Context: an optimization exercise on an open-source flow, tuned for small area, a short achievable clock period and few clock cycles per item. The choices shown serve that exercise and are no tape-out recipe.
In this exercise RTL edits were held to simulation tests only and were not proved equivalent to the original.

==> 01-03 <==
==> flow/design.v <==
module pq_engine (
  input  wire         clk,
  input  wire         rst_n,
  input  wire         in_valid,
  output wire         in_ready,
  input  wire [63:0] in_data,
  input  wire [4:0]   in_lost_a,
  input  wire [4:0]   in_lost_b,
  output wire         out_valid,
  input  wire         out_ready,
  output reg  [63:0] out_a,
  output reg  [63:0] out_b
);
  function [7:0] gf_mul;
    input [7:0] a;
    input [7:0] b;
    integer i;
    reg [7:0] p, x;
    begin
      p = 8'h00;
      x = a;
      for (i = 0; i < 8; i = i + 1) begin
        if (b[i]) p = p ^ x;
        x = {x[6:0], 1'b0} ^ (x[7] ? 8'h1d : 8'h00);
      end
      gf_mul = p;
    end
  endfunction
  function [7:0] mul_g;
    input [7:0] x;
    mul_g = {x[6:0], 1'b0} ^ (x[7] ? 8'h1d : 8'h00);
  endfunction
  function [7:0] mul_ginv;
    input [7:0] x;
    mul_ginv = {1'b0, x[7:1]} ^ (x[0] ? 8'h8e : 8'h00);
  endfunction
  function [7:0] mul_g29;
    input [7:0] x;
    reg t8, t9, t10;
    begin
      t8  = x[3] ^ x[6];
      t9  = x[4] ^ x[7];
      t10 = x[5] ^ t8;
      mul_g29 = {t8 ^ x[2], x[1] ^ x[2] ^ x[5], x[0] ^ x[1] ^ t9, x[0] ^ t8,
                 t10, t9 ^ t10, x[4] ^ x[5], x[3] ^ t9};
    end
  endfunction
  reg        acc_st;     
  reg        solve_st;   
  reg        out_st;     
  reg [4:0]  unit;       
  reg [4:0]  la, lb;
  reg [5:0]  dd;         
  reg [7:0]  k1, k2;     
  assign in_ready  = acc_st;
  assign out_valid = out_st;
  wire       accept = in_valid & acc_st;
  wire       first  = (unit == 5'd0);
  wire       clr    = accept & (first | (unit == 5'd1 & (la == 5'd0 | lb == 5'd0)));
  wire       take   = accept & (first | ~((unit == la) | (unit == lb)));
  wire [63:0] d1    = in_data & {64{take & (unit != 5'd31)}};
  wire [63:0] d2    = in_data & {64{take & (unit != 5'd30)}};
  always @(posedge clk) begin
    if (!rst_n) begin
      acc_st   <= 1'b1;
      solve_st <= 1'b0;
      out_st   <= 1'b0;
      unit     <= 5'd0;
    end else begin
      if (accept || solve_st)
        unit <= (accept && unit == 5'd31) ? 5'd24 : unit + 5'd1;
      if (accept && unit == 5'd31) begin
        acc_st   <= 1'b0;
        solve_st <= 1'b1;
      end
      if (solve_st && unit == 5'd31) begin
        solve_st <= 1'b0;
        out_st   <= 1'b1;
      end
      if (out_st && out_ready) begin
        out_st <= 1'b0;
        acc_st <= 1'b1;
      end
    end
  end
  always @(posedge clk) begin
    if (accept && first) begin
      la <= in_lost_a;
      lb <= in_lost_b;
      dd <= {1'b0, in_lost_b} - {1'b0, in_lost_a};
    end
  end
  wire a_data = (la < 5'd30);
  wire b_data = (lb < 5'd30);
  wire case_c = (la == 5'd31 && b_data) || (lb == 5'd31 && a_data);   
  wire case_d = (la == 5'd30 && b_data) || (lb == 5'd30 && a_data);   
  wire case_e = a_data && b_data && (la != lb);                       
  wire [4:0] n = a_data ? la : lb;           
  wire       dneg = dd[5];
  wire [4:0] dmag = (dd[4:0] ^ {5{dneg}}) + {4'd0, dneg};
  reg  [7:0] hm;
  always @(*) begin
    case (dmag)
        5'd1: hm = 8'hf4;
        5'd2: hm = 8'ha7;
        5'd3: hm = 8'h9d;
        5'd4: hm = 8'h72;
        5'd5: hm = 8'hed;
        5'd6: hm = 8'h5f;
        5'd7: hm = 8'h54;
        5'd8: hm = 8'ha0;
        5'd9: hm = 8'ha9;
        5'd10: hm = 8'hfb;
        5'd11: hm = 8'h74;
        5'd12: hm = 8'h85;
        5'd13: hm = 8'he4;
        5'd14: hm = 8'hc0;
        5'd15: hm = 8'h8a;
        5'd16: hm = 8'h67;
        5'd17: hm = 8'hdc;
        5'd18: hm = 8'h26;
        5'd19: hm = 8'h63;
        5'd20: hm = 8'hf2;
        5'd21: hm = 8'he9;
        5'd22: hm = 8'hb4;
        5'd23: hm = 8'hd2;
        5'd24: hm = 8'h02;
        5'd25: hm = 8'h8e;
        5'd26: hm = 8'hba;
        5'd27: hm = 8'haa;
        5'd28: hm = 8'hde;
        5'd29: hm = 8'h89;
        default: hm = 8'h00;
    endcase
  end
  wire [7:0] hv = hm ^ {7'd0, dneg};
  reg step_r;
  always @(posedge clk) begin
    if (accept) begin
      step_r <= (unit != 5'd0) && (unit <= n);
      if (unit == 5'd1) begin
        k1 <= case_e ? (hv ^ 8'h01) : case_c ? 8'h01 : 8'h00;
        k2 <= case_e ? hv : 8'h01;
      end else if (step_r) begin
        if (case_c) k1 <= mul_g(k1);
        if (case_d || case_e) k2 <= mul_ginv(k2);
      end
    end
  end
  wire [7:0] e1 = out_a[7:0];
  wire [7:0] e2 = out_b[7:0];
  wire [7:0] x  = gf_mul(k1, e1) ^ gf_mul(k2, e2);
  reg a_e1, a_x, b_e1, b_x;
  always @(*) begin
    if (la == 5'd31)                 begin a_e1 = 1'b0; a_x = 1'b1; end
    else if (la == lb || lb == 5'd31) begin a_e1 = 1'b1; a_x = 1'b0; end
    else if (la == 5'd30)            begin a_e1 = 1'b1; a_x = 1'b1; end
    else                             begin a_e1 = 1'b0; a_x = 1'b1; end
    if (lb == 5'd31)                 begin b_e1 = 1'b0; b_x = 1'b1; end
    else if (la == lb || la == 5'd31) begin b_e1 = 1'b1; b_x = 1'b0; end
    else if (lb == 5'd30)            begin b_e1 = 1'b1; b_x = 1'b1; end
    else if (la == 5'd30)            begin b_e1 = 1'b0; b_x = 1'b1; end
    else                             begin b_e1 = 1'b1; b_x = 1'b1; end
  end
  wire [7:0] na = (e1 & {8{a_e1}}) ^ (x & {8{a_x}});
  wire [7:0] nb = (e1 & {8{b_e1}}) ^ (x & {8{b_x}});
  integer j;
  reg [63:0] b_ginv, b_g29;
  always @(*) begin
    for (j = 0; j < 8; j = j + 1) begin
      b_ginv[8*j +: 8] = mul_ginv(out_b[8*j +: 8]);
      b_g29[8*j +: 8]  = mul_g29(out_b[8*j +: 8]);
    end
  end
  wire        kill = clr | solve_st;
  wire [63:0] rot_a = {na, out_a[63:8]};
  wire [63:0] rot_b = {nb, out_b[63:8]};
  wire [63:0] inj_a = (rot_a & {64{solve_st}}) | d1;
  wire [63:0] inj_b = (rot_b & {64{solve_st}}) | d2;
  always @(posedge clk)
    out_a <= (out_a & {64{~kill}}) ^ inj_a;
  wire        sel29  = accept & (unit == 5'd31);
  wire        selinv = accept & ~clr & (unit < 5'd30);
  wire        selkp  = ~solve_st & ~(accept & (unit != 5'd30));
  always @(posedge clk)
    out_b <= ((out_b & {64{selkp}}) | (b_g29 & {64{sel29}}) | (b_ginv & {64{selinv}})) ^ inj_b;
endmodule
==> flow/flow/run.sh <==
#!/bin/bash
# The standard layout, with repair_timing aimed at a setup slack of
# SETUP_SLACK_MARGIN (so paths are sped up well past the 12 ns clock) and
# faster port buffers. The SDC and every other step are the standard flow's own.
set -euo pipefail
bash standard.sh SETUP_SLACK_MARGIN=8.45 \
  "BUFFER_PORTS_ARGS=-buffer_cell sky130_fd_sc_hd__buf_1" finish > standard.log 2>&1
==> flow/standard.sh <==
#!/bin/bash
# synth_recipe.tcl (not shown) runs the flow's synth.tcl, then flattens the netlist and writes it again
# the make line also repeats each setting of config.mk as NAME=value (left out here)
make -C /OpenROAD-flow-scripts/flow DESIGN_CONFIG=/design/flow/config.mk WORK_HOME=/design/flow/orfs CLKGATE_MAP_FILE= SYNTH_SCRIPT=/design/flow/synth_recipe.tcl "${@:-finish}"
==> flow/config.mk <==
export PLATFORM = sky130hd
export DESIGN_NAME = pq_engine
export DESIGN_NICKNAME = pq_engine
export VERILOG_FILES = /design/flow/design.v
export SDC_FILE = /design/flow/constraint.sdc
export NUM_CORES = 4
export LEC_CHECK = 0
export CAP_MARGIN = 20
export CORE_MARGIN = 2
export CORE_UTILIZATION = 55
export SLEW_MARGIN = 20
==> flow/constraint.sdc <==
create_clock -name core_clock -period 12.0 [get_ports {clk}]
set_input_delay 2.4000 -clock core_clock [delete_from_list [all_inputs] [get_ports {clk}]]
set_output_delay 2.4000 -clock core_clock [all_outputs]
set_load 0.01 [all_outputs]
==> inputs of 12-01, as changes to 01-03 <==
--- a/flow/design.v
+++ b/flow/design.v
@@ -52,3 +52,2 @@
   reg [4:0]  la, lb;
-  reg [5:0]  dd;         
   reg [7:0]  k1, k2;     
@@ -89,3 +88,2 @@
       lb <= in_lost_b;
-      dd <= {1'b0, in_lost_b} - {1'b0, in_lost_a};
     end
@@ -98,2 +96,3 @@
   wire [4:0] n = a_data ? la : lb;           
+  wire [5:0] dd = {1'b0, lb} - {1'b0, la};
   wire       dneg = dd[5];
--- a/flow/flow/run.sh
+++ b/flow/flow/run.sh
@@ -5,3 +5,3 @@
 set -euo pipefail
-bash standard.sh SETUP_SLACK_MARGIN=8.45 \
-  "BUFFER_PORTS_ARGS=-buffer_cell sky130_fd_sc_hd__buf_1" finish > standard.log 2>&1
+bash standard.sh SETUP_SLACK_MARGIN=8.3 \
+  "BUFFER_PORTS_ARGS=-buffer_cell sky130_fd_sc_hd__buf_2" finish > standard.log 2>&1
CORE_UTILIZATION = 30   (was 55)
==> comparison table <==
Iter 0 DRT Violations: 01-03 1156; 12-01 1043
Global-route wire length before repair: 01-03 58730 um; 12-01 64830 um
Period Utilization, post-route: 01-03 0.2950; 12-01 0.3054
Count of multi-input combinational gates: 01-03 1151; 12-01 1162
Fraction of synthesized area in multiplexers: 01-03 0.006717; 12-01 0.01494
Pin count of the biggest net entering global routing: 01-03 68; 12-01 80
Routed met2 length: 01-03 17400 um; 12-01 19830 um
Run status: 01-03 timing/DRC/antenna clean; 12-01 timing/DRC/antenna clean
Met2 usage in global routing: 01-03 0.4689; 12-01 0.2965
Floorplan die area: 01-03 24610 um2; 12-01 44100 um2
Post-synthesis adder-cell area fraction: 01-03 0.02589; 12-01 0.02516
Simple-gate area share of the yosys netlist: 01-03 0.1192; 12-01 0.1145
Met1 layer wirelength in the final routing: 01-03 17150 um; 12-01 19400 um
Testbench counts of 01-03, summed over its fixed seeds: cycles 65,600, items 1,600.
Testbench counts of 12-01, summed over its fixed seeds: cycles 65,600, items 1,600.

separate check: timing with driven ports:
In the flow no input, the clock included, has a driving cell. The finished layouts below were timed again as built, in two steps.
Step 1: set_driving_cell puts a clkbuf_16 on clk and a buf_2 on each other input, an assumption about the parent block.
Step 2 times the ports against the registers' clock, not the clock port: input delays grow and output delays shrink by t, the midpoint of the rising clock arrivals with the driver on.
Three values: ideal ports, drivers, drivers and shift; two values: the first two.
run | t, ns | setup slack, ns | hold WS [ns] | worst slew at a driven data input, ns | cell pins on the clock port's net
01-03 | 0.486 | 8.460 / 8.411 / 8.014 | 0.498 / 0.498 / 0.498 | 0.08 | 1
12-01 | 0.489 | 8.336 / 8.283 / 7.963 | 0.495 / 0.495 / 0.495 | 0.08 | 1
After both steps setup and hold are still met in every run listed. For 01-03, which loses most, drivers alone change the setup slack by -0.049 ns; drivers and shift together by -0.446 ns.
